Context: an optimization exercise on an open-source flow, tuned for small area and a short achievable clock period. The choices shown serve that exercise and are no tape-out recipe. In this exercise RTL edits were held to simulation tests only and were not proved equivalent to the original.

## flow/design.v (module list and top-level ports; edited modules follow where they fit)
// module thm_corr_lane: 1272 lines
// module thm_corr: 102 lines
module thm_corr (
    input  wire        clk,
    input  wire        rst,         
    input  wire        in_valid,
    input  wire [15:0] in_raw,      
    input  wire [15:0] in_ffc,      
    input  wire        in_ffc_bad,
    input  wire [15:0] in_off_a,    
    input  wire [15:0] in_gain_a,
    input  wire [15:0] in_drift_a,
    input  wire        in_bad_a,
    input  wire [15:0] in_off_b,    
    input  wire [15:0] in_gain_b,
    input  wire [15:0] in_drift_b,
    input  wire        in_bad_b,
    input  wire [15:0] in_t_array,  
    input  wire [15:0] in_t_cal_a,
    input  wire [15:0] in_t_cal_b,
    input  wire [15:0] in_ped_a,
    input  wire [15:0] in_ped_b,
    input  wire [3:0]  in_fade_k,   
    output reg         out_valid,
    output reg  [15:0] out_z,       
    output reg  [15:0] out_z_a,     
    output reg  [15:0] out_z_b,     
    output reg         out_bad_a,   
    output reg         out_bad_b    
);
  // ...
==> flow/flow/run.sh <==
#!/bin/bash
# The standard layout (standard.sh) with two changes:
#  - Yosys's quick ABC pass inside "synth" is turned off (synth -noabc), so
#    that extract_fa sees the full-adder trees of the RTL as written;
#  - the port buffers are sky130_fd_sc_hd__buf_1 (every port still gets one).
# make's full output goes to standard.log; each ORFS step logs under orfs/logs.
set -euo pipefail
export SYNTH_ARGS="-noabc"
export BUFFER_PORTS_ARGS="-buffer_cell sky130_fd_sc_hd__buf_1"
bash standard.sh > standard.log 2>&1
==> flow/standard.sh <==
#!/bin/bash
# synth_recipe.tcl (not shown) runs the flow's synth.tcl, then flattens the netlist and writes it again
# the make line also repeats each setting of config.mk as NAME=value (left out here)
make -C /OpenROAD-flow-scripts/flow DESIGN_CONFIG=/design/flow/config.mk WORK_HOME=/design/flow/orfs CLKGATE_MAP_FILE= SYNTH_SCRIPT=/design/flow/synth_recipe.tcl "${@:-finish}"
==> flow/config.mk <==
export PLATFORM = sky130hd
export DESIGN_NAME = thm_corr
export DESIGN_NICKNAME = thm_corr
export VERILOG_FILES = /design/flow/design.v
export SDC_FILE = /design/flow/constraint.sdc
export NUM_CORES = 4
export LEC_CHECK = 0
export CAP_MARGIN = 20
export CORE_MARGIN = 2
export CORE_UTILIZATION = 40
export SLEW_MARGIN = 20
==> flow/constraint.sdc <==
create_clock -name core_clock -period 35.0 [get_ports {clk}]
set_input_delay 7.0000 -clock core_clock [delete_from_list [all_inputs] [get_ports {clk}]]
set_output_delay 7.0000 -clock core_clock [all_outputs]
set_load 0.01 [all_outputs]
==> flow_metrics.py, run 1 <==
metrics = {
    "cells_and_area": {
        "multi_input_area_share_pct": 70.7,
        "sh_seq_area_pct": 16.6,
        "multi_input_gates": 3486,
    },
    "placed_design": {
        "dpl.cell_count": 6081,
        "post-place-ws_ns": 26.81,
    },
    "grt": {
        "met2_usage_pct": 35.8,
        "gr-usage-all-layers_pct": 22.5,
        "busiest_layer": "met2",
    },
    "timing": {
        "setup_slack_ns": 26.81,
        "fin_crit_sh_pct": 23.4,
    },
    "floorplan": {
        "dieArea_um2": 118000,
        "die_x_um": 344,
    },
    "routing": {
        "routed.top_layer": "met5",
        "routed_via_density": 5.51,
    },
    "synth": {
        "synthMuxAreaShare_pct": 1.52,
    },
    "setup_path": {
        "slowest_stage": "dfxtp_1",
        "worstSetupStartpoint": "s2_gain_a[1]",
        "path_class": "reg2reg",
        "crit_fanout": 26,
        "crit_end": "u_lane_a.z[7]",
    },
    "run_status": {
        "status": "finished clean",
    },
    "hold_path": {
        "worstHoldStart": "s2_bad_b",
        "holdPathEnd": "s3_bad_b",
    },
    "clock_network": {
        "cts_tree": "built",
    },
}
==> module thm_corr, before the edit <==
module thm_corr (
    input  wire        clk,
    input  wire        rst,         
    input  wire        in_valid,
    input  wire [15:0] in_raw,      
    input  wire [15:0] in_ffc,      
    input  wire        in_ffc_bad,
    input  wire [15:0] in_off_a,    
    input  wire [15:0] in_gain_a,
    input  wire [15:0] in_drift_a,
    input  wire        in_bad_a,
    input  wire [15:0] in_off_b,    
    input  wire [15:0] in_gain_b,
    input  wire [15:0] in_drift_b,
    input  wire        in_bad_b,
    input  wire [15:0] in_t_array,  
    input  wire [15:0] in_t_cal_a,
    input  wire [15:0] in_t_cal_b,
    input  wire [15:0] in_ped_a,
    input  wire [15:0] in_ped_b,
    input  wire [3:0]  in_fade_k,   
    output reg         out_valid,
    output reg  [15:0] out_z,       
    output reg  [15:0] out_z_a,     
    output reg  [15:0] out_z_b,     
    output reg         out_bad_a,   
    output reg         out_bad_b    
);
    reg        s1_valid;
    reg [15:0] s1_raw, s1_ffc_n, s1_off_a_n, s1_gain_a, s1_drift_a, s1_off_b_n, s1_gain_b, s1_drift_b;
    reg [15:0] s1_t_array, s1_t_cal_a, s1_t_cal_b, s1_ped_a, s1_ped_b;
    reg        s1_bad_a, s1_bad_b;
    reg [3:0]  s1_k;
    always @(posedge clk) begin
        if (rst) s1_valid <= 1'b0;
        else     s1_valid <= in_valid;
        s1_raw     <= in_raw;
        s1_ffc_n   <= {in_ffc[15], ~in_ffc[14:0]};
        s1_off_a_n <= {in_off_a[15], ~in_off_a[14:0]};
        s1_gain_a  <= in_gain_a;
        s1_drift_a <= in_drift_a;
        s1_off_b_n <= {in_off_b[15], ~in_off_b[14:0]};
        s1_gain_b  <= in_gain_b;
        s1_drift_b <= in_drift_b;
        s1_t_array <= in_t_array;
        s1_t_cal_a <= in_t_cal_a;
        s1_t_cal_b <= in_t_cal_b;
        s1_ped_a   <= in_ped_a;
        s1_ped_b   <= in_ped_b;
        s1_bad_a   <= in_bad_a | in_ffc_bad;
        s1_bad_b   <= in_bad_b | in_ffc_bad;
        s1_k       <= (in_fade_k > 4'd8) ? 4'd8 : in_fade_k;
    end
    reg        s2_valid, s3_valid;
    reg [15:0] s2_gain_a, s2_gain_b, s2_ped_a, s2_ped_b;
    reg        s2_bad_a, s2_bad_b, s3_bad_a, s3_bad_b;
    reg [3:0]  s2_k, s3_k;
    always @(posedge clk) begin
        if (rst) begin
            s2_valid <= 1'b0;
            s3_valid <= 1'b0;
        end else begin
            s2_valid <= s1_valid;
            s3_valid <= s2_valid;
        end
        s2_gain_a <= s1_gain_a;
        s2_gain_b <= s1_gain_b;
        s2_ped_a  <= s1_ped_a;
        s2_ped_b  <= s1_ped_b;
        s2_bad_a  <= s1_bad_a;
        s2_bad_b  <= s1_bad_b;
        s2_k      <= s1_k;
        s3_bad_a  <= s2_bad_a;
        s3_bad_b  <= s2_bad_b;
        s3_k      <= s2_k;
    end
    wire [15:0] z_a, z_b;
    thm_corr_lane u_lane_a (
        .clk(clk),
        .raw(s1_raw), .ffc_n(s1_ffc_n), .offset_n(s1_off_a_n), .drift(s1_drift_a),
        .t_array(s1_t_array), .t_cal(s1_t_cal_a),
        .gain(s2_gain_a), .pedestal(s2_ped_a), .z(z_a)
    );
    thm_corr_lane u_lane_b (
        .clk(clk),
        .raw(s1_raw), .ffc_n(s1_ffc_n), .offset_n(s1_off_b_n), .drift(s1_drift_b),
        .t_array(s1_t_array), .t_cal(s1_t_cal_b),
        .gain(s2_gain_b), .pedestal(s2_ped_b), .z(z_b)
    );
    wire signed [16:0] zd    = $signed({1'b0, z_b}) - $signed({1'b0, z_a});
    wire signed [20:0] blend = $signed({1'b0, s3_k[2:0]}) * zd + 21'sd4;
    wire        [15:0] z_f   = s3_k[3] ? z_b : z_a + blend[18:3];
    always @(posedge clk) begin
        if (rst) out_valid <= 1'b0;
        else     out_valid <= s3_valid;
        out_z     <= z_f;
        out_z_a   <= z_a;
        out_z_b   <= z_b;
        out_bad_a <= s3_bad_a;
        out_bad_b <= s3_bad_b;
    end
endmodule
==> inputs of run 2 (changes only) <==
--- a/flow/design.v
+++ b/flow/design.v
@@ -3,17 +3,19 @@
     input  wire [15:0] raw,
     input  wire [15:0] ffc_n,      
     input  wire [15:0] offset_n,   
     input  wire [15:0] drift,      
     input  wire [15:0] t_array,    
     input  wire [15:0] t_cal,      
     input  wire [15:0] gain,       
     input  wire [15:0] pedestal,   
-    output reg  [15:0] z           
+    output reg  [15:0] zr,
+    output reg         zu,         
+    output reg         zo          
 );
     wire [16:0] ndt  = {t_cal[15], t_cal} - {t_array[15], t_array};    
     wire        dpos = drift[15] ^ ndt[16];
     wire        dneg = ~dpos;    
     wire mb_one0 = drift[0] ^ 1'b0;
     wire mb_two0 = (drift[1] & ~drift[0] & ~1'b0) | (~drift[1] & drift[0] & 1'b0);
     wire mb_neg0 = drift[1] & ~(drift[0] & 1'b0);
     wire mb_pos0 = ~drift[1] | (drift[0] & 1'b0);
@@ -1260,20 +1262,128 @@
     wire g_c198 = (g_s163 & (g_c162 | 1'b1)) | (g_c162 & 1'b1);
     wire g_s199 = gb_p7_21n ^ gb_p8_19 ^ g_c163;
     wire g_c199 = (gb_p7_21n & (gb_p8_19 | g_c163)) | (gb_p8_19 & g_c163);
     wire g_s200 = gb_p8_20 ^ 1'b1;
     wire g_c200 = gb_p8_20 & 1'b1;
     wire [36:0] g_ra = {g_c199, g_s199, g_c197, g_s197, g_s196, g_s195, g_s194, g_s193, g_s192, g_s191, g_s190, g_c188, g_c187, g_s187, g_s186, g_s185, g_s184, g_s183, g_s182, g_c180, g_c179, g_s179, g_s178, g_s177, g_s176, g_c174, g_c173, g_s173, g_s172, g_c170, g_c169, g_s169, g_c167, g_c166, g_c165, g_c164, g_s164};
     wire [36:0] g_rb = {g_s200, g_c198, g_s198, g_c196, g_c195, g_c194, g_c193, g_c192, g_c191, g_c190, g_c189, g_s189, g_s188, g_c186, g_c185, g_c184, g_c183, g_c182, g_c181, g_s181, g_s180, g_c178, g_c177, g_c176, g_c175, g_s175, g_s174, g_c172, g_c171, g_s171, g_s170, g_c168, g_s168, g_s167, g_s166, g_s165, gb_p0_0};
     wire [36:0] t = g_ra + g_rb;
-    always @(posedge clk)
-        z <= t[36]        ? 16'h0000 :
-             (|t[35:31])  ? 16'hFFFF :
-                            t[30:15];
+    always @(posedge clk) begin
+        zr <= t[30:15];
+        zu <= t[36];
+        zo <= ~t[36] & (|t[35:31]);
+    end
+endmodule
+module thm_corr_fade (
+    input  wire [15:0] za,
+    input  wire [15:0] zb,
+    input  wire [3:0]  k,
+    output wire [15:0] z
+);
+    wire [15:0] r0 = k[3]          ? zb : za;
+    wire [15:0] r1 = (k[0] | k[3]) ? zb : za;
+    wire [15:0] r2 = (k[1] | k[3]) ? zb : za;
+    wire [15:0] r3 = (k[2] | k[3]) ? zb : za;
+    wire f_s0 = r0[2] ^ r1[2];
+    wire f_c0 = r0[2] & r1[2];
+    wire f_s1 = r0[3] ^ r1[3];
+    wire f_c1 = r0[3] & r1[3];
+    wire f_s2 = r0[4] ^ r1[4];
+    wire f_c2 = r0[4] & r1[4];
+    wire f_s3 = r0[5] ^ r1[5];
+    wire f_c3 = r0[5] & r1[5];
+    wire f_s4 = r0[6] ^ r1[6];
+    wire f_c4 = r0[6] & r1[6];
+    wire f_s5 = r0[7] ^ r1[7];
+    wire f_c5 = r0[7] & r1[7];
+    wire f_s6 = r0[8] ^ r1[8];
+    wire f_c6 = r0[8] & r1[8];
+    wire f_s7 = r0[9] ^ r1[9];
+    wire f_c7 = r0[9] & r1[9];
+    wire f_s8 = r0[10] ^ r1[10];
+    wire f_c8 = r0[10] & r1[10];
+    wire f_s9 = r0[11] ^ r1[11];
+    wire f_c9 = r0[11] & r1[11];
+    wire f_s10 = r0[12] ^ r1[12];
+    wire f_c10 = r0[12] & r1[12];
+    wire f_s11 = r0[13] ^ r1[13];
+    wire f_c11 = r0[13] & r1[13];
+    wire f_s12 = r0[14] ^ r1[14];
+    wire f_c12 = r0[14] & r1[14];
+    wire f_s13 = r0[15] ^ r1[15];
+    wire f_c13 = r0[15] & r1[15];
+    wire f_s14 = r2[1] ^ r3[0];
+    wire f_c14 = r2[1] & r3[0];
+    wire f_s15 = r2[2] ^ r3[1] ^ f_s1;
+    wire f_c15 = (r2[2] & (r3[1] | f_s1)) | (r3[1] & f_s1);
+    wire f_s16 = r2[3] ^ r3[2] ^ f_s2;
+    wire f_c16 = (r2[3] & (r3[2] | f_s2)) | (r3[2] & f_s2);
+    wire f_s17 = r2[4] ^ r3[3] ^ f_s3;
+    wire f_c17 = (r2[4] & (r3[3] | f_s3)) | (r3[3] & f_s3);
+    wire f_s18 = r2[5] ^ r3[4] ^ f_s4;
+    wire f_c18 = (r2[5] & (r3[4] | f_s4)) | (r3[4] & f_s4);
+    wire f_s19 = r2[6] ^ r3[5] ^ f_s5;
+    wire f_c19 = (r2[6] & (r3[5] | f_s5)) | (r3[5] & f_s5);
+    wire f_s20 = r2[7] ^ r3[6] ^ f_s6;
+    wire f_c20 = (r2[7] & (r3[6] | f_s6)) | (r3[6] & f_s6);
+    wire f_s21 = r2[8] ^ r3[7] ^ f_s7;
+    wire f_c21 = (r2[8] & (r3[7] | f_s7)) | (r3[7] & f_s7);
+    wire f_s22 = r2[9] ^ r3[8] ^ f_s8;
+    wire f_c22 = (r2[9] & (r3[8] | f_s8)) | (r3[8] & f_s8);
+    wire f_s23 = r2[10] ^ r3[9] ^ f_s9;
+    wire f_c23 = (r2[10] & (r3[9] | f_s9)) | (r3[9] & f_s9);
+    wire f_s24 = r2[11] ^ r3[10] ^ f_s10;
+    wire f_c24 = (r2[11] & (r3[10] | f_s10)) | (r3[10] & f_s10);
+    wire f_s25 = r2[12] ^ r3[11] ^ f_s11;
+    wire f_c25 = (r2[12] & (r3[11] | f_s11)) | (r3[11] & f_s11);
+    wire f_s26 = r2[13] ^ r3[12] ^ f_s12;
+    wire f_c26 = (r2[13] & (r3[12] | f_s12)) | (r3[12] & f_s12);
+    wire f_s27 = r2[14] ^ r3[13] ^ f_s13;
+    wire f_c27 = (r2[14] & (r3[13] | f_s13)) | (r3[13] & f_s13);
+    wire f_s28 = r2[15] ^ r3[14];
+    wire f_c28 = r2[15] & r3[14];
+    wire f_s29 = r0[1] ^ r1[1];
+    wire f_c29 = r0[1] & r1[1];
+    wire f_s30 = f_s14 ^ f_s0 ^ 1'b1;
+    wire f_c30 = (f_s14 & (f_s0 | 1'b1)) | (f_s0 & 1'b1);
+    wire f_s31 = f_c0 ^ f_c14 ^ f_s15;
+    wire f_c31 = (f_c0 & (f_c14 | f_s15)) | (f_c14 & f_s15);
+    wire f_s32 = f_c1 ^ f_s16 ^ f_c15;
+    wire f_c32 = (f_c1 & (f_s16 | f_c15)) | (f_s16 & f_c15);
+    wire f_s33 = f_c2 ^ f_s17 ^ f_c16;
+    wire f_c33 = (f_c2 & (f_s17 | f_c16)) | (f_s17 & f_c16);
+    wire f_s34 = f_c3 ^ f_s18 ^ f_c17;
+    wire f_c34 = (f_c3 & (f_s18 | f_c17)) | (f_s18 & f_c17);
+    wire f_s35 = f_c4 ^ f_s19 ^ f_c18;
+    wire f_c35 = (f_c4 & (f_s19 | f_c18)) | (f_s19 & f_c18);
+    wire f_s36 = f_c5 ^ f_s20 ^ f_c19;
+    wire f_c36 = (f_c5 & (f_s20 | f_c19)) | (f_s20 & f_c19);
+    wire f_s37 = f_c6 ^ f_s21 ^ f_c20;
+    wire f_c37 = (f_c6 & (f_s21 | f_c20)) | (f_s21 & f_c20);
+    wire f_s38 = f_c7 ^ f_s22 ^ f_c21;
+    wire f_c38 = (f_c7 & (f_s22 | f_c21)) | (f_s22 & f_c21);
+    wire f_s39 = f_c8 ^ f_s23 ^ f_c22;
+    wire f_c39 = (f_c8 & (f_s23 | f_c22)) | (f_s23 & f_c22);
+    wire f_s40 = f_c9 ^ f_s24 ^ f_c23;
+    wire f_c40 = (f_c9 & (f_s24 | f_c23)) | (f_s24 & f_c23);
+    wire f_s41 = f_c10 ^ f_s25 ^ f_c24;
+    wire f_c41 = (f_c10 & (f_s25 | f_c24)) | (f_s25 & f_c24);
+    wire f_s42 = f_c11 ^ f_s26 ^ f_c25;
+    wire f_c42 = (f_c11 & (f_s26 | f_c25)) | (f_s26 & f_c25);
+    wire f_s43 = f_c12 ^ f_s27 ^ f_c26;
+    wire f_c43 = (f_c12 & (f_s27 | f_c26)) | (f_s27 & f_c26);
+    wire f_s44 = f_s28 ^ f_c13 ^ f_c27;
+    wire f_c44 = (f_s28 & (f_c13 | f_c27)) | (f_c13 & f_c27);
+    wire f_s45 = r3[15] ^ f_c28;
+    wire f_c45 = r3[15] & f_c28;
+    wire [18:0] f_ra = {f_c45, f_s45, f_s44, f_s43, f_s42, f_s41, f_s40, f_s39, f_s38, f_s37, f_s36, f_s35, f_s34, f_s33, f_s32, f_s31, f_c29, r2[0], r0[0]};
+    wire [18:0] f_rb = {1'b0, f_c44, f_c43, f_c42, f_c41, f_c40, f_c39, f_c38, f_c37, f_c36, f_c35, f_c34, f_c33, f_c32, f_c31, f_c30, f_s30, f_s29, r1[0]};
+    wire [18:0] s = f_ra + f_rb;
+    assign z = s[18:3];
 endmodule
 module thm_corr (
     input  wire        clk,
     input  wire        rst,         
     input  wire        in_valid,
     input  wire [15:0] in_raw,      
     input  wire [15:0] in_ffc,      
     input  wire        in_ffc_bad,
@@ -1341,32 +1451,34 @@
         s2_ped_b  <= s1_ped_b;
         s2_bad_a  <= s1_bad_a;
         s2_bad_b  <= s1_bad_b;
         s2_k      <= s1_k;
         s3_bad_a  <= s2_bad_a;
         s3_bad_b  <= s2_bad_b;
         s3_k      <= s2_k;
     end
-    wire [15:0] z_a, z_b;
+    wire [15:0] zr_a, zr_b;
+    wire        zu_a, zo_a, zu_b, zo_b;
     thm_corr_lane u_lane_a (
         .clk(clk),
         .raw(s1_raw), .ffc_n(s1_ffc_n), .offset_n(s1_off_a_n), .drift(s1_drift_a),
         .t_array(s1_t_array), .t_cal(s1_t_cal_a),
-        .gain(s2_gain_a), .pedestal(s2_ped_a), .z(z_a)
+        .gain(s2_gain_a), .pedestal(s2_ped_a), .zr(zr_a), .zu(zu_a), .zo(zo_a)
     );
     thm_corr_lane u_lane_b (
         .clk(clk),
         .raw(s1_raw), .ffc_n(s1_ffc_n), .offset_n(s1_off_b_n), .drift(s1_drift_b),
         .t_array(s1_t_array), .t_cal(s1_t_cal_b),
-        .gain(s2_gain_b), .pedestal(s2_ped_b), .z(z_b)
+        .gain(s2_gain_b), .pedestal(s2_ped_b), .zr(zr_b), .zu(zu_b), .zo(zo_b)
     );
-    wire signed [16:0] zd    = $signed({1'b0, z_b}) - $signed({1'b0, z_a});
-    wire signed [20:0] blend = $signed({1'b0, s3_k[2:0]}) * zd + 21'sd4;
-    wire        [15:0] z_f   = s3_k[3] ? z_b : z_a + blend[18:3];
+    wire [15:0] z_a = zu_a ? 16'h0000 : zo_a ? 16'hFFFF : zr_a;
+    wire [15:0] z_b = zu_b ? 16'h0000 : zo_b ? 16'hFFFF : zr_b;
+    wire [15:0] z_f;
+    thm_corr_fade u_fade (.za(z_a), .zb(z_b), .k(s3_k), .z(z_f));
     always @(posedge clk) begin
         if (rst) out_valid <= 1'b0;
         else     out_valid <= s3_valid;
         out_z     <= z_f;
         out_z_a   <= z_a;
         out_z_b   <= z_b;
         out_bad_a <= s3_bad_a;
         out_bad_b <= s3_bad_b;
==> run 2 against run 1 <==
Effect of this change: still clean on timing, DRC and antenna; final area is 2.3% lower; utilization down 0.13 points; wire length decreased by 2.0%; highest routed layer unchanged.
==> flow_metrics.py, run 2 <==
metrics = {
    "clock_network": {
        "clockBufferDepth": 3,
        "ctsResizeCount": 0,
        "ctsHtreeMaxLevel": 2,
        "post_cts_buffers": 0,
        "clock_latency_ns": 0.66,
        "holdBufCountCts": 0,
        "path_clk_slew_ns": 0.06,
        "cts_buffers": 49,
        "root_buffer": "clkbuf_16",
        "cts.sinks": 424,
        "cts_tree": "built",
    },
    "floorplan": {
        "die_h_um": 340,
        "dieArea_um2": 116000,
        "io_pins": 269,
        "coreArea_um2": 112000,
        "die_x_um": 340,
        "num_rows": 123,
        "initial_core_util_pct": 40.2,
    },
    "setup_path": {
        "start_kind": "register",
        "crit_fanout": 9,
        "reg2regPathDepth": 32,
        "critPathCaptureType": "register",
        "reg2reg_slack_ns": 26.28,
        "path_class": "reg2reg",
        "arrival_ns": 9.30,
        "r2r-start": "s1_t_array[1]",
        "cp.required_ns": 35.58,
        "timing.rr.end": "u_lane_b.diff[17]",
        "slowest_stage": "xor2_2",
        "critical-path-max-stage-delay_ns": 0.59,
        "worstSetupStartpoint": "s1_t_array[1]",
        "path_common_cell": "a21o_1",
    },
    "cells_and_area": {
        "fin_cells": 6114,
        "nFillCells": 10750,
        "finalNetCount": 5808,
        "drive_gt1_share_pct": 5.29,
        "reg_top3": "u_lane_a.diff x21, u_lane_b.diff x21",
        "multiInputGateArea_um2": 34500,
        "final_common_cell": "fa_1",
        "seqCellArea_um2": 8490,
        "syn_to_final_growth_pct": 9.51,
        "final_cell_mix": "fa_1, xnor2_1, dfxtp_1, ha_1, inv_1",
    },
    "timing": {
        "hold_ws_ns": 0.316,
        "finalSetupTns_ns": 0,
        "slew_viol_final": 0,
        "rsz0062_at_grt": "no",
        "slew-limit-headroom_pct": 27.0,
        "setup_viol_count_final": 0,
        "worstMarginPinSlew_ns": 1.09,
        "final_hold_viol_count": 0,
        "fmaxAchievable_ghz": 0.115,
        "fin_crit_sh_pct": 24.9,
        "fin_skew_ns": 0.0390,
        "period_needed_ns": 8.72,
    },
    "synth": {
        "avgSynthCellArea_um2": 10.2,
        "yosysMostFrequentCell": "fa_1",
        "ys_seq_area_share_pct": 18.8,
        "synthTopCellsByCount": "fa_1, xnor2_1, dfxtp_1, ha_1, inv_1",
        "yosysTopAreaCell": "fa_1",
        "netlist_area_um2": 45100,
        "synth.yosys.warnings": 2,
        "synth_top_area_share_pct": 29.3,
        "synth.area.top_cells": "fa_1, dfxtp_1, xnor2_1",
        "synth_seq_cells": 424,
        "synth_nets": 5668,
        "syn_inst": 4434,
        "synth_edf_count": 0,
        "async_reset_ff_share_pct": 0,
        "synth_ff_type": "dfxtp_1",
        "synth_cell_types": 75,
    },
    "hold_path": {
        "hold_path_depth": 0,
        "holdPathEnd": "s2_ped_a[6]",
        "hp-class": "reg2reg",
        "worstHoldStart": "s1_ped_a[6]",
    },
    "grt": {
        "antenna_found_initial": 6,
        "grt_pass1_wl_um": 204000,
        "gr-total-overflow": 0,
        "first_global_vias": 34318,
        "grt_max_degree": 48,
        "gr-usage-all-layers_pct": 22.7,
    },
    "placed_design": {
        "gp_congestion": 0.952,
        "numPortBuffers": 268,
        "dpl.cell_count": 6022,
        "dpl.hpwl_um": 107000,
    },
    "run_status": {
        "status": "finished clean",
    },
    "routing": {
        "routed_wl_um": 131000,
        "routed_via_density": 5.47,
        "wl_per_cell_um": 21.5,
        "route.detailed.drc": 0,
        "drtIter0Drc": 2647,
        "vias": 33463,
        "firstDrtPassIters": 5,
        "ant_nets": 0,
    },
    "job": {
        "drv_cap": 0,
    },
}
run 2: changes by cell type after synthesis, sizes merged, moves of 17 or more:
cell and change:
a21oi -40, a22o -19, and2 -40, clkbuf +22, ha -43, inv -19
mux2i -24, nand2 +50, nand2b +17, nor2 +57, o21ai +47, xnor2 -21
run 2: stage by stage:
step | utilization (%) | setup WS [ns] | instance area [um^2]
3_3_place_gp | 42.5 | 26.14 | 47700
5_1_grt | 44.0 | 25.75 | 49400
6_report | 44.0 | 26.28 | 49400
2_1_floorplan | - | 26.94 | 45100
4_1_cts | 44.0 | 25.90 | 49400
3_5_place_dp | 42.5 | 25.96 | 47700
run 2: worst max path at each step:
| stage | end | cells past startpoint |
|---|---|---|
| floorplan | u_lane_b.diff[17] | 32 |
| global placement | u_lane_b.diff[17] | 32 |
| detailed placement | u_lane_b.diff[17] | 32 |
| CTS | u_lane_b.diff[17] | 32 |
| global route | u_lane_b.diff[17] | 32 |
| finish | u_lane_b.diff[17] | 32 |
run 2: per-layer routing:
| layer | global-route usage [%] | share of wire (%) | routed length, um |
|---|---|---|---|
| met5 | 0 | 0.034 | 45 |
| met4 | 6.43 | 2.8 | 3730 |
| met3 | 4.08 | 7.5 | 9890 |
| met2 | 34.7 | 43 | 56600 |
| met1 | 32.7 | 47 | 61100 |
run 2: layout make-up:
| cell class | count | share of cell area [%] |
|---|---|---|
| diodes | 4 | 0.0203 |
| well taps | 1500 | 3.80 |
| flip-flops and latches | 424 | 17.2 |
| clock buffers | 61 | 2.65 |
| multi-input cells | 3439 | 69.9 |
| repair buffers | 348 | 3.29 |
| inverters | 312 | 2.37 |
| clock inverters | 26 | 0.798 |
run 2: kinds of logic after synthesis:
kind of cell / Yosys count / synth area share [%]
buf+inv: 571 / 4.76
flops: 424 / 18.8
fa+ha+maj: 1016 / 39.2
xor+xnor: 636 / 12.5
mux: 57 / 1.34
simple gates: 674 / 7.47
compound gates: 1056 / 16.0
run 2: worst max-delay path, delay by kind of cell, from the launching register on:
kind | cells | cell delay [ns]
XOR/XNOR | 2 | 0.78
buffers and inverters | 1 | 0.09
adder cells (fa/ha/maj) | 7 | 3.21
flip-flops | 1 | 0.42
AND/OR/NAND/NOR | 6 | 0.99
AO/OA/AOI/OAI | 16 | 3.18

-- afterwards: timing with drivers on the ports --
The flow's constraints put no driver on any port. The routed layouts listed below were extracted and timed again, unchanged, in two steps. Step 1 sets driving cells, clkbuf_16 on the clock port and buf_2 on the other inputs (assumed; they add their load-dependent delay and slew). Step 2, shift: input delay + t, output delay - t, t = (earliest + latest rising clock arrival at the registers) / 2. This alone moves slack from input paths to output paths. Slacks: ideal ports / drivers / drivers and shift; pairs: ideal ports / drivers.
run | shift t [ns] | slack for setup (ns) | latest minus earliest clock arrival (ns) | worst register clock-pin slew, ns
run 1 | 0.696 | 26.807 / 26.807 / 26.807 | 0.030 / 0.030 | 0.07 / 0.07
run 2 | 0.710 | 26.275 / 26.275 / 26.275 | 0.039 / 0.039 | 0.07 / 0.07
After both steps setup and hold are still met in every run listed.
